Context: an optimization exercise on an open-source flow, tuned for small area, a short achievable clock period and few clock cycles per item. The choices shown serve that exercise and are no tape-out recipe.
RTL that was checked went through simulation tests only; none was proved equivalent to the original.
Power is estimated from default activity; no workload was simulated.

==> run F <==
// bq_cascade
module bq_cascade (
    input             clk,
    input             rst,
    input             cfg_we,
    input      [2:0]  cfg_sec,
    input      [2:0]  cfg_idx,
    input      [35:0] cfg_data,
    input             in_valid,
    output reg        in_ready,
    input      [35:0] in_data,
    output reg        out_valid,
    output reg [35:0] out_data,
    output reg        out_sat
);
export LEC_CHECK = 0
export CAP_MARGIN = 20
export CORE_MARGIN = 2
export CORE_UTILIZATION = 35
export SLEW_MARGIN = 20
create_clock -name core_clock -period 16.0 [get_ports {clk}]
standard.sh (not shown) runs the stock make flow with config.mk's settings and CLKGATE_MAP_FILE= SYNTH_SCRIPT=/design/flow/synth_recipe.tcl, a recipe that flattens the netlist after the stock synthesis.
==> flow/flow/run.sh <==
#!/bin/bash
# Layout flow: the standard synthesis, then a clean-up of the full adders' polarity
# (flow/fapol.py: flips full adders so that the inverters Yosys left between them go away;
# registers and ports are untouched), then the standard ORFS flow from floorplan on, with
# its timing repair aimed at a period below the clock's (SETUP_SLACK_MARGIN) and plain
# buffers (buf_4) rather than delay cells on the ports.
set -euo pipefail
R=orfs/results/${FLOW_PLATFORM}/bq_cascade/base
MARGIN=${MARGIN:-11.3}
bash standard.sh synth > synth.log 2>&1
cp "$R/1_2_yosys.v" "$R/1_2_yosys_std.v"
python3 flow/fapol.py "$R/1_2_yosys_std.v" "$R/1_2_yosys.v" > fapol.log 2>&1
rm -f "$R/1_synth.odb"
bash standard.sh SETUP_SLACK_MARGIN=$MARGIN "BUFFER_PORTS_ARGS=-buffer_cell sky130_fd_sc_hd__buf_4" finish > finish.log 2>&1
Other scripts of this flow, unchanged in this note and not shown: flow/flow/fapol.py
==> run H: changes against run F <==
--- a/flow/design.v
+++ b/flow/design.v
@@ -19,19 +19,17 @@
     reg  [2:0]  cw_sec;
     reg  [2:0]  cw_idx;
     reg  [35:0] cw_data;
     reg  [35:0] cap;             
     reg         capv;            
     reg  [35:0] h1, h2;          
     reg         hf1, hf2;        
     wire [1:0] ph_n = ph + 2'd1;
-    wire [2:0] st_d = (st != 3'd0) ? st - 3'd1 : 3'd0;
-    wire [2:0] st_w = ~cfg_we ? 3'd0 : (cfg_sec == 3'd0) ? 3'd4 : (cfg_sec == 3'd1) ? 3'd1 : 3'd0;
-    wire [2:0] st_n = rst ? 3'd3 : (st_w > st_d) ? st_w : st_d;
+    wire [2:0] st_n = rst ? 3'd3 : cfg_we ? 3'd4 : (st != 3'd0) ? st - 3'd1 : 3'd0;
     wire       hf1m = capv | hf1;               
     always @(posedge clk) begin
         ph       <= rst ? 2'd0 : ph_n;
         st       <= st_n;
         in_ready <= ~rst & (ph_n == 2'd2) & (st_n == 3'd0);
         cw_we    <= cfg_we & ~rst & (cfg_idx < 3'd5);
         cw_sec   <= cfg_sec;
         cw_idx   <= cfg_idx;
- CORE_UTILIZATION: 35 -> 50
- CTS_CLUSTER_SIZE: unset -> 30
==> run K: changes against run F <==
--- a/flow/design.v
+++ b/flow/design.v
@@ -19,19 +19,17 @@
     reg  [2:0]  cw_sec;
     reg  [2:0]  cw_idx;
     reg  [35:0] cw_data;
     reg  [35:0] cap;             
     reg         capv;            
     reg  [35:0] h1, h2;          
     reg         hf1, hf2;        
     wire [1:0] ph_n = ph + 2'd1;
-    wire [2:0] st_d = (st != 3'd0) ? st - 3'd1 : 3'd0;
-    wire [2:0] st_w = ~cfg_we ? 3'd0 : (cfg_sec == 3'd0) ? 3'd4 : (cfg_sec == 3'd1) ? 3'd1 : 3'd0;
-    wire [2:0] st_n = rst ? 3'd3 : (st_w > st_d) ? st_w : st_d;
+    wire [2:0] st_n = rst ? 3'd3 : cfg_we ? 3'd4 : (st != 3'd0) ? st - 3'd1 : 3'd0;
     wire       hf1m = capv | hf1;               
     always @(posedge clk) begin
         ph       <= rst ? 2'd0 : ph_n;
         st       <= st_n;
         in_ready <= ~rst & (ph_n == 2'd2) & (st_n == 3'd0);
         cw_we    <= cfg_we & ~rst & (cfg_idx < 3'd5);
         cw_sec   <= cfg_sec;
         cw_idx   <= cfg_idx;
@@ -283,19 +281,19 @@
         hu_0_1  <= hu_0_0;
         hf1_0_1 <= ~rst & hf1_0_0;
         hf2_0_1 <= ~rst & hf2_0_0;
         hy1_0_2 <= hy1_0_1;
         hy2_0_2 <= hy2_0_1;
         hu_0_2  <= hu_0_1;
         hf1_0_2 <= ~rst & hf1_0_1;
         hf2_0_2 <= ~rst & hf2_0_1;
-        hy1_0_3 <= r3v0 ? y0 : hy1_0_2;
-        hy2_0_3 <= r3v0 ? hy1_0_2 : hy2_0_2;
-        hu_0_3  <= r3v0 ? un0 : hu_0_2;
+        hy1_0_3 <= wb0 ? y0 : hy1_0_2;
+        hy2_0_3 <= wb0 ? hy1_0_2 : hy2_0_2;
+        hu_0_3  <= wb0 ? un0 : hu_0_2;
         hf1_0_3 <= hf1n_0;
         hf2_0_3 <= ~rst & (wb0 ? hf1_0_2 : hf2_0_2);
     end
     reg  [35:0] rx1;         
     reg         rxv1, rxs1;   
     reg  [73:0] qa1_0, qa1_1, qb1_0, qb1_1, qc1_0, qc1_1, z1_0, z1_1, r21_0, r21_1;
     reg         r2v1, r2s1, r3v1, r3s1;
     reg  [73:0] s1;
@@ -393,28 +391,28 @@
         hu_1_1  <= hu_1_0;
         hf1_1_1 <= ~rst & hf1_1_0;
         hf2_1_1 <= ~rst & hf2_1_0;
         hy1_1_2 <= hy1_1_1;
         hy2_1_2 <= hy2_1_1;
         hu_1_2  <= hu_1_1;
         hf1_1_2 <= ~rst & hf1_1_1;
         hf2_1_2 <= ~rst & hf2_1_1;
-        hy1_1_3 <= r3v1 ? y1 : hy1_1_2;
-        hy2_1_3 <= r3v1 ? hy1_1_2 : hy2_1_2;
-        hu_1_3  <= r3v1 ? un1 : hu_1_2;
+        hy1_1_3 <= wb1 ? y1 : hy1_1_2;
+        hy2_1_3 <= wb1 ? hy1_1_2 : hy2_1_2;
+        hu_1_3  <= wb1 ? un1 : hu_1_2;
         hf1_1_3 <= hf1n_1;
         hf2_1_3 <= ~rst & (wb1 ? hf1_1_2 : hf2_1_2);
     end
     wire last = (ph == 2'd3);
     always @(posedge clk) begin
-        rx0  <= last ? (capv ? cap : h1) : (r3v0 ? y0 : hy1_0_2);
+        rx0  <= last ? (capv ? cap : h1) : (wb0 ? y0 : hy1_0_2);
         rxv0 <= ~rst & (last ? capv : wb0);
         rxs0 <= last ? 1'b0 : ys0;
-        rx1  <= last ? (r3v0 ? y0 : hy1_0_2) : (r3v1 ? y1 : hy1_1_2);
+        rx1  <= last ? (wb0 ? y0 : hy1_0_2) : (wb1 ? y1 : hy1_1_2);
         rxv1 <= ~rst & (last ? wb0 : wb1);
         rxs1 <= last ? ys0 : ys1;
         out_data  <= y1;
         out_sat   <= ys1;
         out_valid <= last & wb1;
     end
 endmodule
 module bq_enc #(parameter NEG = 0) (input [35:0] b, output [53:0] e);
==> flow/flow/run.sh (replaced) <==
#!/bin/bash
# Layout flow: the standard synthesis, then a clean-up of the full adders' polarity
# (flow/fapol.py: flips full adders so that the inverters Yosys left between them go away;
# registers and ports are untouched), then the standard ORFS flow from floorplan on, with
# its timing repair aimed at a period below the clock's (SETUP_SLACK_MARGIN).
set -euo pipefail
R=orfs/results/${FLOW_PLATFORM}/bq_cascade/base
MARGIN=${MARGIN:-11}
bash standard.sh synth > synth.log 2>&1
cp "$R/1_2_yosys.v" "$R/1_2_yosys_std.v"
python3 flow/fapol.py "$R/1_2_yosys_std.v" "$R/1_2_yosys.v" > fapol.log 2>&1
rm -f "$R/1_synth.odb"
bash standard.sh SETUP_SLACK_MARGIN=$MARGIN finish > finish.log 2>&1
- CORE_UTILIZATION: 35 -> 30
==> results.txt <==
Run F went through all stages and came out clean. Run K finished clean. Run H passed the timing, DRC and antenna checks.
Total power: run H < run F < run K.
Against run K, the final cell count of run H is smaller by 14%.
Against run F, the wire length of run H is lower by about 1.5%.
In clock power, run K and run H hardly differ.
The lowest via count belongs to run K, the highest to run H.
Testbench counts of run F, summed over its fixed seeds: cycles 8,376, items 2,048.
The RTL of run H and run K was laid out without a check of its function.

==> afterwards: timing with drivers on the ports <==
Ports are ideal in the flow. The routed layouts listed here were re-timed in OpenROAD. Step 1, drivers: a clkbuf_16 drives clk and a buf_2 each remaining input, both assumed. Step 2 also shifts input and output timing later by t, the mid clock arrival at the registers, as if the neighbouring blocks saw the same clock. Slacks: ideal ports / drivers / drivers and shift; pairs: ideal ports / drivers.
run	t (ns)	setup slack, ns	worst setup path at the end
run F	1.308	10.925 / 10.756 / 10.870	input to register
run H	1.294	11.045 / 10.896 / 11.221	register to register
run K	1.315	10.954 / 10.818 / 9.772	input to register
After both steps setup and hold are still met in every run listed. For run K, which loses most, drivers alone change the setup slack by -0.136 ns; drivers and shift together by -1.182 ns.
